From an optimization exercise on the open Yosys and OpenROAD flow, aimed at small area, a short achievable clock period and few clock cycles per item; shortcuts taken in it are not production practice.
Function was checked by simulation only, so behaviour that the tests miss may differ from the original.
Power figures rest on the tool's default switching activity, not on a simulated workload.

## flow/run.sh

```bash
#!/bin/bash
# synth_recipe.tcl (not shown) runs the flow's synth.tcl, then flattens the netlist and writes it again
# the make line also repeats each setting of config.mk as NAME=value (left out here)
make -C /OpenROAD-flow-scripts/flow DESIGN_CONFIG=/design/flow/config.mk WORK_HOME=/design/flow/orfs CLKGATE_MAP_FILE= SYNTH_SCRIPT=/design/flow/synth_recipe.tcl finish
```

## flow/config.mk

```make
export PLATFORM = sky130hd
export DESIGN_NAME = exact_sum
export DESIGN_NICKNAME = exact_sum
export VERILOG_FILES = /design/flow/design.v
export SDC_FILE = /design/flow/constraint.sdc
export NUM_CORES = 8
export LEC_CHECK = 0
export CAP_MARGIN = 20
export CORE_MARGIN = 2
export CORE_UTILIZATION = 40
export SLEW_MARGIN = 20
```

## flow/constraint.sdc

```tcl
create_clock -name core_clock -period 15.0 [get_ports {clk}]
set_input_delay 3.0000 -clock core_clock [delete_from_list [all_inputs] [get_ports {clk}]]
set_output_delay 3.0000 -clock core_clock [all_outputs]
set_load 0.01 [all_outputs]
```

## flow/design.v

```verilog
module exact_sum (
    input  wire        clk,
    input  wire        rst,
    input  wire        in_valid,
    output wire        in_ready,
    input  wire [31:0] in_data,
    input  wire [1:0]  in_dtype,
    input  wire        in_last,
    output wire        out_valid,
    input  wire        out_ready,
    output wire [31:0] out_data
);
    integer i;
    reg        rdy;
    reg        r0_v;
    reg [31:0] r0_d;
    reg [1:0]  r0_t;
    reg        r0_l;
    assign in_ready = rdy;
    wire take = in_valid & rdy;
    always @(posedge clk) begin
        if (rdy) begin
            r0_d <= in_data;
            r0_t <= in_dtype;
            r0_l <= in_last;
        end
    end
    wire        t16  = (r0_t == 2'd2);
    wire        tb16 = (r0_t == 2'd1);
    wire        t32  = !t16 && !tb16;
    wire        c_sgn = t32 ? r0_d[31] : r0_d[15];
    wire [7:0]  c_e   = t32 ? r0_d[30:23] : tb16 ? r0_d[14:7] : {3'd0, r0_d[14:10]};
    wire [22:0] c_f   = t32 ? r0_d[22:0] : tb16 ? {r0_d[6:0], 16'd0} : {r0_d[9:0], 13'd0};
    wire        c_emax = t16 ? (r0_d[14:10] == 5'h1f) : (c_e == 8'hff);
    wire        c_ez  = (c_e == 8'd0);
    wire        c_fz  = (c_f == 23'd0);
    wire        c_nan = c_emax & !c_fz;
    wire        c_inf = c_emax & c_fz;
    wire        c_skip = c_emax | (c_ez & c_fz);
    wire [23:0] c_m   = {!c_ez, c_f};
    wire [7:0]  c_s   = t16 ? (c_ez ? 8'd112 : c_e + 8'd111) : (c_ez ? 8'd0 : c_e - 8'd1);
    wire [4:0]  c_q   = c_s[7:3];
    wire [2:0]  c_r   = c_s[2:0];
    wire        c_neg = c_sgn & !c_skip;
    wire [24:0] c_v   = c_neg ? (~{1'b0, c_m} + 25'd1) : {1'b0, c_m};
    wire [31:0] c_E   = {{7{c_v[24]}}, c_v} << c_r;
    reg        f_open;       
    reg        f_wempty;     
    reg        f_slow;       
    reg [4:0]  f_base;       
    reg [5:0]  f_cnt;        
    wire       c_first  = !f_open;
    wire       c_wempty = c_first | f_wempty;
    wire [5:0] c_dq     = {1'b0, c_q} - {1'b0, f_base};
    wire       c_inrng  = !c_dq[5] && (c_dq[4:0] <= 5'd2) && (f_cnt != 6'd63);
    wire       c_spill  = !c_skip && !c_wempty && !c_inrng;
    wire       c_rebase = !c_skip && (c_wempty || !c_inrng);
    wire [4:0] c_qm1    = (c_q == 5'd0) ? 5'd0 : c_q - 5'd1;
    wire [4:0] c_base   = c_rebase ? c_qm1 : f_base;
    wire [1:0] c_o      = c_rebase ? {1'b0, (c_q != 5'd0)} : c_dq[1:0];
    wire [5:0] c_cnt    = c_rebase ? 6'd1 : c_first ? 6'd0 : (f_cnt + {5'd0, !c_skip});
    wire       c_slow   = (!c_first & f_slow) | c_spill;
    reg        a_v;
    reg [31:0] a_e;
    reg        a_skip;
    reg [1:0]  a_o;
    reg        a_clr, a_first, a_spill, a_last, a_slowlast;
    reg [4:0]  a_base;
    reg [1:0]  a_dt;
    reg        a_nan, a_pinf, a_ninf;
    localparam [2:0] RS_IDLE = 3'd0, RS_GCLR = 3'd1, RS_SPILL = 3'd2,
                     RS_FSPILL = 3'd3, RS_SCAN = 3'd4, RS_CAP = 3'd5;
    reg [2:0]   rs;
    reg         rs_act;
    reg [5:0]   pos;
    reg [303:0] ring;
    reg         rc;
    wire pos0  = (pos == 6'd0);
    wire pos37 = (pos == 6'd37);
    wire act   = (rs != RS_IDLE) && (rs_act || pos0);
    wire rdone = act && pos37;
    reg [55:0] W;
    reg [4:0]  W_base;
    reg [1:0]  set_dt;
    reg        s_nan, s_pinf, s_ninf;
    reg        cap_fast;
    wire acons = a_v && !a_spill &&
                 ((rs == RS_IDLE) || ((rs == RS_GCLR) && !a_slowlast));
    wire [55:0] a_es = {{24{a_e[31]}}, a_e};
    wire [55:0] plc  = (a_o == 2'd0) ? a_es :
                       (a_o == 2'd1) ? {a_es[47:0], 8'd0} : {a_es[39:0], 16'd0};
    wire [55:0] addend = (acons && !a_skip) ? plc : 56'd0;
    wire        wclr   = acons && a_clr;
    wire        cap_slow;
    wire [55:0] rwin;
    wire [55:0] W_nx   = cap_slow ? rwin : (wclr ? 56'd0 : W) + addend;
    reg  pending;                          
    reg  o_v;
    wire out_take = o_v & out_ready;
    wire a_free = !a_v || acons;
    wire adv0   = r0_v && a_free && !(r0_l && pending);
    wire commit = adv0 && r0_l;
    wire spill_done = (rs == RS_SPILL) && rdone;
    reg [2:0] rs_nx;
    always @(*) begin
        rs_nx = rs;
        case (rs)
            RS_GCLR:   if (rdone) rs_nx = RS_IDLE;
            RS_IDLE:   if (acons && a_last && a_slowlast) rs_nx = RS_FSPILL;
                       else if (a_v && a_spill) rs_nx = RS_SPILL;
            RS_SPILL:  if (rdone) rs_nx = RS_IDLE;
            RS_FSPILL: if (rdone) rs_nx = RS_SCAN;
            RS_SCAN:   if (rdone) rs_nx = RS_CAP;
            RS_CAP:    if (rdone) rs_nx = RS_IDLE;
            default:   rs_nx = RS_IDLE;
        endcase
    end
    wire r0v_nx      = take || (r0_v && !adv0);
    wire r0l_nx      = take ? in_last : r0_l;
    wire av_nx       = adv0 || (a_v && !acons);
    wire aspill_nx   = adv0 ? c_spill : (a_spill && !spill_done);
    wire aslowl_nx   = adv0 ? (r0_l && c_slow) : a_slowlast;
    wire pending_nx  = commit || (pending && !out_take);
    wire acons_pred  = !aspill_nx &&
                       ((rs_nx == RS_IDLE) || ((rs_nx == RS_GCLR) && !aslowl_nx));
    wire rdy_nx      = !r0v_nx ||
                       ((!av_nx || acons_pred) && !(r0l_nx && pending_nx));
    always @(posedge clk) begin
        if (rst) begin
            rdy      <= 1'b1;
            r0_v     <= 1'b0;
            pending  <= 1'b0;
        end else begin
            rdy      <= rdy_nx;
            r0_v     <= r0v_nx;
            pending  <= pending_nx;
        end
    end
    always @(posedge clk) begin
        if (rst) begin
            f_open   <= 1'b0;
            f_wempty <= 1'b1;
            f_slow   <= 1'b0;
            f_cnt    <= 6'd0;
            a_v      <= 1'b0;
        end else begin
            if (adv0) begin
                f_open   <= !r0_l;
                f_wempty <= c_wempty & c_skip;
                f_slow   <= c_slow;
                f_base   <= c_base;
                f_cnt    <= c_cnt;
            end
            a_v <= av_nx;
        end
        if (adv0) begin
            a_e        <= c_E;
            a_skip     <= c_skip;
            a_o        <= c_o;
            a_clr      <= c_first;
            a_first    <= c_first;
            a_spill    <= c_spill;
            a_last     <= r0_l;
            a_slowlast <= r0_l && c_slow;
            a_base     <= c_base;
            a_dt       <= r0_t;
            a_nan      <= c_nan;
            a_pinf     <= c_inf & !c_sgn;
            a_ninf     <= c_inf & c_sgn;
        end else if (spill_done) begin
            a_spill <= 1'b0;
            a_clr   <= 1'b1;
        end
    end
    reg        w_ovr;       
    reg        w_sg, w_bz;
    always @(posedge clk) begin
        W <= W_nx;
        if (cap_slow) begin
            W_base <= bwin[4:0];
            w_sg   <= ssign;
            w_bz   <= !pos0 && bzacc;
        end
        if (rst)           w_ovr <= 1'b0;
        else if (cap_slow) w_ovr <= 1'b1;
        else if (acons)    w_ovr <= 1'b0;
        if (acons) begin
            W_base <= a_base;
            set_dt <= a_dt;
            s_nan  <= (!a_first & s_nan)  | a_nan;
            s_pinf <= (!a_first & s_pinf) | a_pinf;
            s_ninf <= (!a_first & s_ninf) | a_ninf;
        end
        if (rst) cap_fast <= 1'b0;
        else     cap_fast <= (acons && a_last && !a_slowlast) || cap_slow;
    end
    wire [7:0] din   = ring[303:296];
    wire [5:0] rel   = pos - {1'b0, W_base};
    wire       below = (pos < {1'b0, W_base});
    reg  [7:0] wdig;
    always @(*) begin
        case (rel[2:0])
            3'd0:    wdig = W[7:0];
            3'd1:    wdig = W[15:8];
            3'd2:    wdig = W[23:16];
            3'd3:    wdig = W[31:24];
            3'd4:    wdig = W[39:32];
            3'd5:    wdig = W[47:40];
            3'd6:    wdig = W[55:48];
            default: wdig = {8{W[55]}};
        endcase
    end
    wire [7:0] addd     = below ? 8'd0 : (rel <= 6'd6) ? wdig : {8{W[55]}};
    wire       spilling = act && ((rs == RS_SPILL) || (rs == RS_FSPILL));
    wire [8:0] sum9     = {1'b0, din} + (spilling ? {1'b0, addd} : 9'd0)
                          + {8'd0, spilling && !pos0 && rc};
    wire       zero_wr  = act && ((rs == RS_GCLR) || (rs == RS_CAP));
    wire [7:0] rg0      = zero_wr ? 8'd0 : sum9[7:0];
    reg  [5:0] hz, ho, bwin;
    reg        ssign, bzacc;
    wire       scanning = act && (rs == RS_SCAN);
    wire       capping  = act && (rs == RS_CAP);
    wire       dnz = (din != 8'd0);
    wire       dno = (din != 8'hff);
    wire [5:0] hz_f = dnz ? pos : (pos0 ? 6'd0 : hz);
    wire [5:0] ho_f = dno ? pos : (pos0 ? 6'd0 : ho);
    wire [5:0] kk   = din[7] ? ho_f : hz_f;
    assign     cap_slow = capping && (pos == bwin);
    always @(posedge clk) begin
        ring <= {ring[295:0], rg0};
        rc   <= sum9[8];
        if (scanning) begin
            hz <= hz_f;
            ho <= ho_f;
            if (pos37) begin
                ssign <= din[7];
                bwin  <= (kk < 6'd6) ? 6'd0 : kk - 6'd6;
            end
        end
        if (capping)
            bzacc <= (pos0 ? 1'b0 : bzacc) | (dnz && (pos < bwin));
        if (rst) begin
            rs     <= RS_GCLR;
            rs_act <= 1'b0;
            pos    <= 6'd0;
        end else begin
            rs     <= rs_nx;
            rs_act <= act && !pos37 && (rs_nx == rs);
            pos    <= pos37 ? 6'd0 : pos + 6'd1;
        end
    end
    assign rwin = {ring[255:248], ring[263:256], ring[271:264], ring[279:272],
                   ring[287:280], ring[295:288], ring[303:296]};
    wire        sg  = w_ovr ? w_sg : W[55];
    wire        bz  = w_ovr & w_bz;
    wire [55:0] U   = W ^ {56{sg}};
    reg  [6:0] dnzv;
    reg  [2:0] dpos [0:6];
    reg  [2:0] ld;
    reg  [2:0] lb;
    reg  [7:0] dsel;
    always @(*) begin
        for (i = 0; i < 7; i = i + 1) begin
            dnzv[i] = (U[8*i +: 8] != 8'd0);
            dpos[i] = U[8*i+7] ? 3'd7 : U[8*i+6] ? 3'd6 : U[8*i+5] ? 3'd5 :
                      U[8*i+4] ? 3'd4 : U[8*i+3] ? 3'd3 : U[8*i+2] ? 3'd2 :
                      U[8*i+1] ? 3'd1 : 3'd0;
        end
        ld = dnzv[6] ? 3'd6 : dnzv[5] ? 3'd5 : dnzv[4] ? 3'd4 : dnzv[3] ? 3'd3 :
             dnzv[2] ? 3'd2 : dnzv[1] ? 3'd1 : 3'd0;
        lb = dpos[ld];
    end
    wire       uz = (dnzv == 7'd0);
    wire [5:0] lw = {ld, lb};
    reg [4:0] pm;    
    reg [6:0] k0;    
    reg [4:0] toff;  
    always @(*) begin
        case (set_dt)
            2'd1:    begin pm = 5'd7;  k0 = 7'd16;  toff = 5'd17; end
            2'd2:    begin pm = 5'd10; k0 = 7'd125; toff = 5'd14; end
            default: begin pm = 5'd23; k0 = 7'd0;   toff = 5'd1;  end
        endcase
    end
    wire signed [9:0] base8 = {2'd0, W_base, 3'd0};
    wire signed [9:0] lim   = {5'd0, pm} + {3'd0, k0} - base8;      
    wire signed [9:0] lwx   = uz ? -10'sd1 : {4'd0, lw};
    wire              sub   = (lwx < lim);
    wire signed [9:0] tsub  = {3'd0, k0} + 10'sd24 - base8;
    wire [6:0]        tnorm = uz ? {2'd0, 5'd23} - {2'd0, pm} : {1'b0, lw} + {2'd0, toff};
    wire [6:0]        tt    = !sub ? tnorm : (tsub > 10'sd81) ? 7'd81 : tsub[6:0];
    reg         p1_v;
    reg [55:0]  p1_w;
    reg         p1_sg, p1_bz, p1_rz, p1_sub;
    reg [6:0]   p1_t;
    reg [9:0]   p1_lx;
    reg [4:0]   p1_b;
    reg [1:0]   p1_dt;
    reg         p1_nan, p1_pinf, p1_ninf;
    always @(posedge clk) begin
        if (rst) p1_v <= 1'b0;
        else     p1_v <= cap_fast;
        p1_w    <= W;
        p1_sg   <= sg;
        p1_bz   <= bz;
        p1_rz   <= !sg && uz && !bz;
        p1_sub  <= sub;
        p1_t    <= tt;
        p1_lx   <= lwx;
        p1_b    <= W_base;
        p1_dt   <= set_dt;
        p1_nan  <= s_nan;
        p1_pinf <= s_pinf;
        p1_ninf <= s_ninf;
    end
    wire [80:0] x0 = {p1_w, 25'd0};
    wire [80:0] x1 = p1_t[6] ? {{64{p1_sg}}, x0[80:64]} : x0;
    wire        s1 = p1_t[6] & (x0[63:0] != 64'd0);
    wire [80:0] x2 = p1_t[5] ? {{32{p1_sg}}, x1[80:32]} : x1;
    wire        s2 = p1_t[5] & (x1[31:0] != 32'd0);
    wire [80:0] x3 = p1_t[4] ? {{16{p1_sg}}, x2[80:16]} : x2;
    wire        s3 = p1_t[4] & (x2[15:0] != 16'd0);
    wire [80:0] x4 = p1_t[3] ? {{8{p1_sg}}, x3[80:8]} : x3;
    wire        s4 = p1_t[3] & (x3[7:0] != 8'd0);
    wire [80:0] x5 = p1_t[2] ? {{4{p1_sg}}, x4[80:4]} : x4;
    wire        s5 = p1_t[2] & (x4[3:0] != 4'd0);
    wire [80:0] x6 = p1_t[1] ? {{2{p1_sg}}, x5[80:2]} : x5;
    wire        s6 = p1_t[1] & (x5[1:0] != 2'd0);
    wire [80:0] x7f = p1_t[0] ? {p1_sg, x6[80:1]} : x6;
    wire        s7 = p1_t[0] & x6[0];
    wire [24:0] x7 = x7f[24:0];
    wire [24:0] fu   = x7 ^ {25{p1_sg}};
    wire        g0   = fu[0];
    wire [23:0] kept = fu[24:1];
    wire        ls   = !p1_bz && !(s1 | s2 | s3 | s4 | s5 | s6 | s7);
    wire        lg   = ls && !x7[0];
    wire        rinc = p1_sg ? (lg || ((g0 ^ ls) && (!ls || kept[0])))
                             : (g0 && (!ls || kept[0]));
    reg [7:0] q_pk;    
    always @(*) begin
        case (p1_dt)
            2'd1:    q_pk = 8'd23;
            2'd2:    q_pk = 8'd135;
            default: q_pk = 8'd23;
        endcase
    end
    wire [9:0] rexp = p1_sub ? 10'd0 : {2'd0, p1_b, 3'd0} + p1_lx - {2'd0, q_pk};
    reg         p2_v;
    reg [23:0]  p2_k;
    reg         p2_inc, p2_sg, p2_rz;
    reg [8:0]   p2_rexp;
    reg [1:0]   p2_dt;
    reg         p2_nan, p2_pinf, p2_ninf;
    always @(posedge clk) begin
        if (rst) p2_v <= 1'b0;
        else     p2_v <= p1_v;
        p2_k    <= kept;
        p2_inc  <= rinc;
        p2_sg   <= p1_sg;
        p2_rz   <= p1_rz;
        p2_rexp <= rexp[8:0];
        p2_dt   <= p1_dt;
        p2_nan  <= p1_nan;
        p2_pinf <= p1_pinf;
        p2_ninf <= p1_ninf;
    end
    wire [24:0] m1 = {1'b0, p2_k} + {24'd0, p2_inc};
    reg  [1:0]  mhi;     
    always @(*) begin
        case (p2_dt)
            2'd1:    mhi = m1[8:7];
            2'd2:    mhi = m1[11:10];
            default: mhi = m1[24:23];
        endcase
    end
    wire [9:0] ef = {1'b0, p2_rexp} + {8'd0, mhi};
    wire ovf8 = (ef >= 10'd255);
    wire ovf5 = (ef >= 10'd31);
    reg [31:0] result;
    always @(*) begin
        case (p2_dt)
            2'd1: begin
                if (p2_nan || (p2_pinf && p2_ninf)) result = 32'h0000_7FC0;
                else if (p2_pinf)                  result = 32'h0000_7F80;
                else if (p2_ninf)                  result = 32'h0000_FF80;
                else if (p2_rz)                    result = 32'h0000_0000;
                else if (ovf8)                     result = {16'd0, p2_sg, 15'h7F80};
                else                               result = {16'd0, p2_sg, ef[7:0], m1[6:0]};
            end
            2'd2: begin
                if (p2_nan || (p2_pinf && p2_ninf)) result = 32'h0000_7E00;
                else if (p2_pinf)                  result = 32'h0000_7C00;
                else if (p2_ninf)                  result = 32'h0000_FC00;
                else if (p2_rz)                    result = 32'h0000_0000;
                else if (ovf5)                     result = {16'd0, p2_sg, 15'h7C00};
                else                               result = {16'd0, p2_sg, ef[4:0], m1[9:0]};
            end
            default: begin
                if (p2_nan || (p2_pinf && p2_ninf)) result = 32'h7FC0_0000;
                else if (p2_pinf)                  result = 32'h7F80_0000;
                else if (p2_ninf)                  result = 32'hFF80_0000;
                else if (p2_rz)                    result = 32'h0000_0000;
                else if (ovf8)                     result = {p2_sg, 31'h7F80_0000};
                else                               result = {p2_sg, ef[7:0], m1[22:0]};
            end
        endcase
    end
    reg [31:0] o_d;
    always @(posedge clk) begin
        if (rst)       o_v <= 1'b0;
        else if (p2_v) o_v <= 1'b1;
        else if (out_ready) o_v <= 1'b0;
        if (p2_v) o_d <= result;
    end
    assign out_valid = o_v;
    assign out_data  = o_d;
endmodule
```

==> summary.txt <==
Final core occ - 45.7%
Worst r2r path cells - 17
CP required - 15.37 ns
First-pass GRT wire length - 137,000 um
Row count - 104
Area Overhead vs Synth - 13.2%
Post-synth EDFFs - 153
CP max stage cell - a2111oi_0
Post-CTS resize count - 0
Fmax - 171 MHz
Max_cap viols - 0
Placed insts - 4,353
Reg2reg end - a_base[0]$_DFFE_PP_
P_leak - 14.8 nW
Post-DP HPWL - 65,300 um
Period utilisation layout - 39.0%
Minimum clock period - 5.86 ns
Final #Nets - 3,558
Worst-Margin Slew - 1.13 ns
Logic pwr share - 35.1%
Ys Warns - 2
Rel. slew slack - 24.1%
Unique cell type count in the Yosys netlist - 93
Root Buffer - clkbuf_16
VDD IR-drop max - 0.0915 mV
Vert. Die Dim - 289 um
CP Depth - 17
Worst hold path class - reg2reg
Core ar. - 80,400 um^2
I/O Buffers - 72
Clock transition at path regs - 0.06 ns
Register area share after synthesis - 45.9%
Switching Share - 36.8%
Longest Clk Path Bufs - 3
Setup Crit Path Kind - reg2reg
Slowest cell delay on critical path - 0.52 ns
Initial antenna violation count - 2
Pre-Repair DR Iteration Count - 6
Setup Skew - 0.0594 ns
Fillers - 7,654
R2R Setup Slk - 9.14 ns
DR vias - 24,900
CP Launch Type - flip-flop
CTS tree - yes
Register area - 14,900 um^2
Setup crit end - a_base[0]$_DFFE_PP_
Cells along the critical path - inv_1 -> ha_1 -> buf_4 -> inv_2 -> mux2i_1 -> nand4_1 -> or2_2 -> mux2_2 -> a22oi_1 -> inv_1 -> ha_1 -> o21a_1 -> or4_1 -> a2111oi_0 -> a221o_1 -> a21oi_1 -> a22o_1
Flops & latches, synth - 668
Pwr Density - 184 nW/um^2
Multi-input combinational cell area - 16,400 um^2
Largest net degree at the start of global routing - 91
P_sw - 2.49 mW
Syn_area_per_cell - 9.66 um^2
Crit path from - r0_t[0]$_DFFE_PP_
FF-to-FF Start - r0_t[0]$_DFFE_PP_
RD Place Congestion - 0.915
Fin. Hold Viols - 0
Vias in the first global route - 23,700
WP data arrival - 6.22 ns
Initial Util - 40.4%
H-tree Lvls - 3
CP delay by family, top - compound AO/OA/AOI/OAI gates
Top_reg_cell synth - dfxtp_1
Post-synthesis cell count - 3,361
Layout cell share with drive strength beyond 1 - 8.46%
Crit Path Max Fanout - 56
RSZ-0062 raised after global routing - no
Setup Viol. Count Final - 0
Clk latency of the worst-skew pair - 0.63 ns
I/O Pins - 73
Part of the power in registers - 36.5%
First DRT Iteration DRCs - 2,182
Setup bufs post-CTS - 0
All-Layer GR Usage - 20.9%
P_int - 4.27 mW
Sink Count - 668
Final wirelength - 87,900 um
Final Power - 6.75 mW
Final Instance Count excl. Fillers - 4,488
Slew Limit Fails - 0
Via density - 5.55
Async S/R FF share, synth - 0%
Final TNS setup - 0 ns
Clock share of power - 28.4%
DIE AREA - 83,400 um^2
CTS buffer count - 72
CP Capture Type - flip-flop
Status - timing/DRC/antenna clean
Die Width - 289 um
Post-DRT Antenna Nets - 0
Synth Cell Area - 32,500 um^2
CTS Hold Bufs - 0
CP Buf/Inv Count - 4
DR WL/cell - 19.6 um
Drc violations - 0
Global route total overflow - 0
[worst reg2reg max path: cells and delay by family (launching register included)]
family | cells | cell delay (ns)
AOI/OAI and AO/OA | 6 | 1.93
adders and majority gates | 2 | 0.58
buffers and inverters | 4 | 0.88
DFF | 1 | 0.38
muxes | 2 | 0.79
and+or+nand+nor | 3 | 1.06
[layout make-up]
cell class | count | share of cell area, %
Antenna cell | 1 | 0.00681
Clock buffer | 97 | 5.81
Clock inverter | 37 | 1.51
Inverter | 129 | 1.33
Multi-Input combinational cell | 2395 | 44.6
Sequential cell | 668 | 40.6
Tap cell | 1060 | 3.61
Timing Repair Buffer | 101 | 2.55
[kinds of logic after synthesis]
family | synth area share (%)
AND/OR/NAND/NOR | 15.1
AO/OA/AOI/OAI | 17.0
flip-flops | 45.9
buffers and inverters | 3.64
multiplexers | 8.33
adder cells (fa/ha/maj) | 6.12
XOR/XNOR | 3.97
other | 0.0231
[power groups by stage]
stage	Clock, mW	Combinational (mW)	Sequential [mW]
after global placement	0	2.33	2.49
after global routing	2.04	2.61	2.48
after floorplan	0	1.85	2.28
after CTS	1.97	2.34	2.45
after detailed placement	0	2.33	2.49
final	1.92	2.37	2.46
[per-stage QoR]
step	setup WS (ns)	cell area [um^2]	hold slack [ns]
final	9.14	36800	0.319
after floorplan	9.86	32500	0.310
after detailed placement	9.24	34100	0.312
after global placement	9.38	34100	0.310
after global routing	8.55	36700	0.322
after CTS	9.19	36700	0.320
[worst min path at each step]
stage,from,to,slack [ns],depth (start not counted)
floorplan,p1_nan$_DFF_P_,p2_nan$_DFF_P_,0.31,0
global placement,ring[231]$_DFF_P_,ring[239]$_DFF_P_,0.31,0
detailed placement,ring[54]$_DFF_P_,ring[62]$_DFF_P_,0.31,0
CTS,ring[241]$_DFF_P_,ring[249]$_DFF_P_,0.32,0
global route,ring[198]$_DFF_P_,ring[206]$_DFF_P_,0.32,0
finish,ring[198]$_DFF_P_,ring[206]$_DFF_P_,0.32,0
[sequential cells by signal, indices dropped and copies added, names as in the netlist, 6 cells and up]
register and cells:
W 56, a_e 32, bwin 6, f_cnt 6, ho 6, hz 6
o_d 32, p1_lx 7, p1_t 7, p1_w 56, p2_k 24, p2_rexp 9
pos 6, r0_d 32, ring 304
[metal layers]
metal / GRT usage, % / share of wire (%) / routed length, um / vias up
li1: - / - / - / 12200
met1: 27.9 / 44 / 39100 / 11800
met2: 34.4 / 46 / 40800 / 809
met3: 3.00 / 5.4 / 4790 / 175
met4: 7.94 / 3.6 / 3190 / 0
met5: 0 / 0 / 0 / -
[synth_stat cells (20+ instances only)]
master	count	share of area, %
nand3_1	90	1.4
nand2_1	265	3.1
dfxtp_1	515	32
nor3_1	58	0.89
clkbuf_1	135	1.6
o211ai_1	35	0.81
a21oi_1	256	3.9
mux2i_1	152	4.7
xor2_1	77	2.1
ha_1	142	5.5
inv_1	122	1.4
nor4_1	30	0.58
a22o_1	33	0.89
and2_1	74	1.4
nand4_1	32	0.62
xnor2_1	70	1.9
a211oi_1	38	0.88
o21bai_1	22	0.51
nand2b_1	34	0.66
a31oi_1	23	0.44
o21ai_0	176	2.7
or2_2	25	0.48
o21a_1	34	0.79
mux4_2	20	1.4
mux2_2	65	2.3
buf_1	20	0.23
a21o_1	59	1.4
nor2b_1	35	0.67
nor2_1	256	3.0
edfxtp_1	153	14
and3_1	37	0.71
[layout by cell type (no fill, tap or decap), types with 12 or more instances in the layout]
master and n:
edfxtp_1 153, inv_1 121, o211ai_1 35, a21oi_1 256, or3_1 15, o21bai_1 22, a2111oi_0 12, nand2_1 265
xor2_1 77, mux4_2 20, a22oi_1 15, and2_1 74, o31ai_1 16, nor2b_1 34, mux2_2 65, buf_4 29
and3_1 37, or2_2 25, a21boi_0 12, nand4_1 32, o21a_1 34, nand3_1 90, mux2i_1 151, o21ai_0 176
a21o_1 59, a31oi_1 23, clkinv_2 12, nand2b_1 34, a211oi_1 38, o22ai_1 17, nor4_1 30, nor2_1 256
xnor2_1 70, ha_1 142, clkdlybuf4s50_1 72, dfxtp_1 512, a22o_1 33, clkbuf_16 79, nor3_1 58
Testbench counts, summed over its fixed seeds: cycles 33,671, items 32,678.

[afterwards: timing with drivers on the ports]
The flow's constraints put no driver on any port. The routed layout listed below was extracted and timed again, unchanged, in two steps.
Step 1 sets driving cells, clkbuf_16 on the clock port and buf_2 on the other inputs (assumed; they add their load-dependent delay and slew).
Step 2, shift: input delay + t, output delay - t, t = (earliest + latest rising clock arrival at the registers) / 2. This alone moves slack from input paths to output paths.
Slacks: no drivers / after step 1 / after step 2; pairs: no drivers / after step 1.
t, ns: 0.666
setup slack, ns: 9.144 / 9.144 / 9.144
worst setup path at the end: register to register
slew at the worst register clock pin (ns): 0.07 / 0.07
pins driven straight from the clock port: 1
After both steps setup and hold are still met in this run. For this run, drivers alone change the setup slack by 0.000 ns; drivers and shift together by 0.000 ns.
